From an optimization exercise on the open Yosys and OpenROAD flow, aimed at small area, a short achievable clock period and few clock cycles per item; shortcuts taken in it are not production practice. In this exercise RTL edits were held to simulation tests only and were not proved equivalent to the original. No activity file was given, so power comes from the tool's default toggle rates.

Design boholt_dec, start of the top module:
module boholt_dec (
    input  wire        clk,
    input  wire        rst,
    input  wire        in_valid,
    input  wire [31:0] in_data,
    input  wire        in_last,
    output reg         in_ready,
    output reg         out_valid,
    output reg  [15:0] out_item,
    output reg         done,
    output wire [2:0]  res_fault,
    output wire [12:0] res_fault_pos,
    output wire        res_crc_bad,
    output wire [12:0] res_count,
    output wire        hist_we,
    output wire [11:0] hist_waddr,
    output wire [15:0] hist_wdata,
    output reg         hist_re,
    output reg  [11:0] hist_raddr,
    input  wire [15:0] hist_rdata
);
export LEC_CHECK = 0
export CAP_MARGIN = 20
export CORE_MARGIN = 2
export CORE_UTILIZATION = 60
export PLACE_DENSITY = 0.75
export SETUP_SLACK_MARGIN = 5
export SLEW_MARGIN = 20
create_clock -name core_clock -period 12.0 [get_ports {clk}]
standard.sh (not shown) runs the stock make flow with config.mk's settings and CLKGATE_MAP_FILE= SYNTH_SCRIPT=/design/flow/synth_recipe.tcl, a recipe that flattens the netlist after the stock synthesis.
==> flow/flow/run.sh <==
#!/bin/bash
# The standard layout (standard.sh, with its synthesis unchanged), with
#  - each port buffered, as the standard flow does, with the smallest buffer
#    cell (timing repair resizes it where needed).
# Every tool's output goes to standard.log in this folder.
set -euo pipefail
MARGIN=8.0
sed "s/SETUP_SLACK_MARGIN=[0-9.]*/SETUP_SLACK_MARGIN=$MARGIN/" standard.sh > standard_margin.sh
export BUFFER_PORTS_ARGS="-buffer_cell sky130_fd_sc_hd__buf_1"
bash standard_margin.sh > standard.log 2>&1
The baseline completed without violations.
Testbench counts at the start, summed over its fixed seeds: cycles 183,811, items 178,205.
Next try:
--- a/flow/config.mk
+++ b/flow/config.mk
@@ -7,2 +7,3 @@
 export LEC_CHECK = 0
+export ABC_AREA = 1
 export CAP_MARGIN = 20
@@ -10,2 +11,3 @@
 export CORE_UTILIZATION = 60
+export CTS_BUF_LIST = sky130_fd_sc_hd__clkbuf_4 sky130_fd_sc_hd__clkbuf_8
 export PLACE_DENSITY = 0.75
Effect: The changed run finished with timing, DRC and antenna clean. Hold slack degrades by 0.013 ns. Sequential power hardly moves. Non-clock buffer count decreases by 2. Combinational power grows by about 23%. Design area is higher by 1.7%. Sequential cell count does not change. Total power went up by 13%. Area after synthesis is higher by about 0.8%. Setup slack got worse by 0.027 ns. Global-route usage went up by 5.0 points. Die area went up by about 0.8%.
Next try:
--- a/flow/config.mk
+++ b/flow/config.mk
@@ -7,3 +7,2 @@
 export LEC_CHECK = 0
-export ABC_AREA = 1
 export CAP_MARGIN = 20
@@ -15 +14,2 @@
 export SLEW_MARGIN = 20
+export TNS_END_PERCENT = 10
=> Cell count came out lower by 15%; cell area decreases by 2.4%; via count decreases by 12%; die area went down by 0.76%.
Next try:
--- a/flow/config.mk
+++ b/flow/config.mk
@@ -10,3 +10,5 @@
 export CORE_UTILIZATION = 60
-export CTS_BUF_LIST = sky130_fd_sc_hd__clkbuf_4 sky130_fd_sc_hd__clkbuf_8
+export CTS_BUF_LIST = sky130_fd_sc_hd__clkbuf_8 sky130_fd_sc_hd__clkbuf_16
+export CTS_CLUSTER_DIAMETER = 60
+export CTS_CLUSTER_SIZE = 20
 export PLACE_DENSITY = 0.75
@@ -14,2 +16 @@
 export SLEW_MARGIN = 20
-export TNS_END_PERCENT = 10
The changed run ran to the end with no violations.
Maximum frequency goes up by 2.3%.
Routed wire length goes down by 0.50%.
Power goes down by about 1%.
Register-to-register slack gets better by 0.12 ns.
Clock skew drops by 0.010 ns.
Critical path depth stays the same.
Area after synthesis does not change.
Non-clock buffer count went up by 12.
Core utilization goes up by 0.34 points.
Next try:
--- a/flow/config.mk
+++ b/flow/config.mk
@@ -10,5 +10,5 @@
 export CORE_UTILIZATION = 60
-export CTS_BUF_LIST = sky130_fd_sc_hd__clkbuf_8 sky130_fd_sc_hd__clkbuf_16
+export CTS_BUF_LIST = sky130_fd_sc_hd__clkbuf_4 sky130_fd_sc_hd__clkbuf_8
 export CTS_CLUSTER_DIAMETER = 60
-export CTS_CLUSTER_SIZE = 20
+export CTS_CLUSTER_SIZE = 16
 export PLACE_DENSITY = 0.75
Outcome: The changed run finished with timing, DRC and antenna clean; setup slack stays flat; via count stays flat; sequential share of layout area goes up by 0.34 points; cell area drops by 1.0%; synthesized area does not change; sequential cell count stays the same; clock power falls by 27%; wire length decreases by 0.38%; worst hold slack improves by 0.0067 ns.

[what the ideal ports hide]
How much do the figures lean on ideal ports? The routed layouts below were timed once more, with nothing changed but the port constraints. Step 1: set_driving_cell puts a clkbuf_16 on clk and a buf_2 on each other input, an assumption about the parent block. Step 2 also shifts input and output timing later by t, the mid clock arrival at the registers, as if the neighbouring blocks saw the same clock. Slacks: ideal ports / drivers / drivers and shift; pairs: ideal ports / drivers.
run	shift t [ns]	setup slack, ns	hold WS [ns]	pins driven straight from the clock port
the first run	0.589	8.074 / 8.033 / 8.074	0.477 / 0.477 / 0.477	1
the second run	0.679	8.047 / 8.047 / 8.038	0.464 / 0.464 / 0.464	1
the third run	0.702	7.957 / 7.906 / 8.002	0.477 / 0.477 / 0.477	1
the fourth run	0.637	8.048 / 7.993 / 8.122	0.472 / 0.472 / 0.472	1
the fifth run	0.709	8.050 / 8.002 / 8.151	0.479 / 0.479 / 0.479	1
After both steps every run listed still meets setup and hold. For the second run, which loses most, drivers alone change the setup slack by 0.000 ns; drivers and shift together by -0.009 ns.
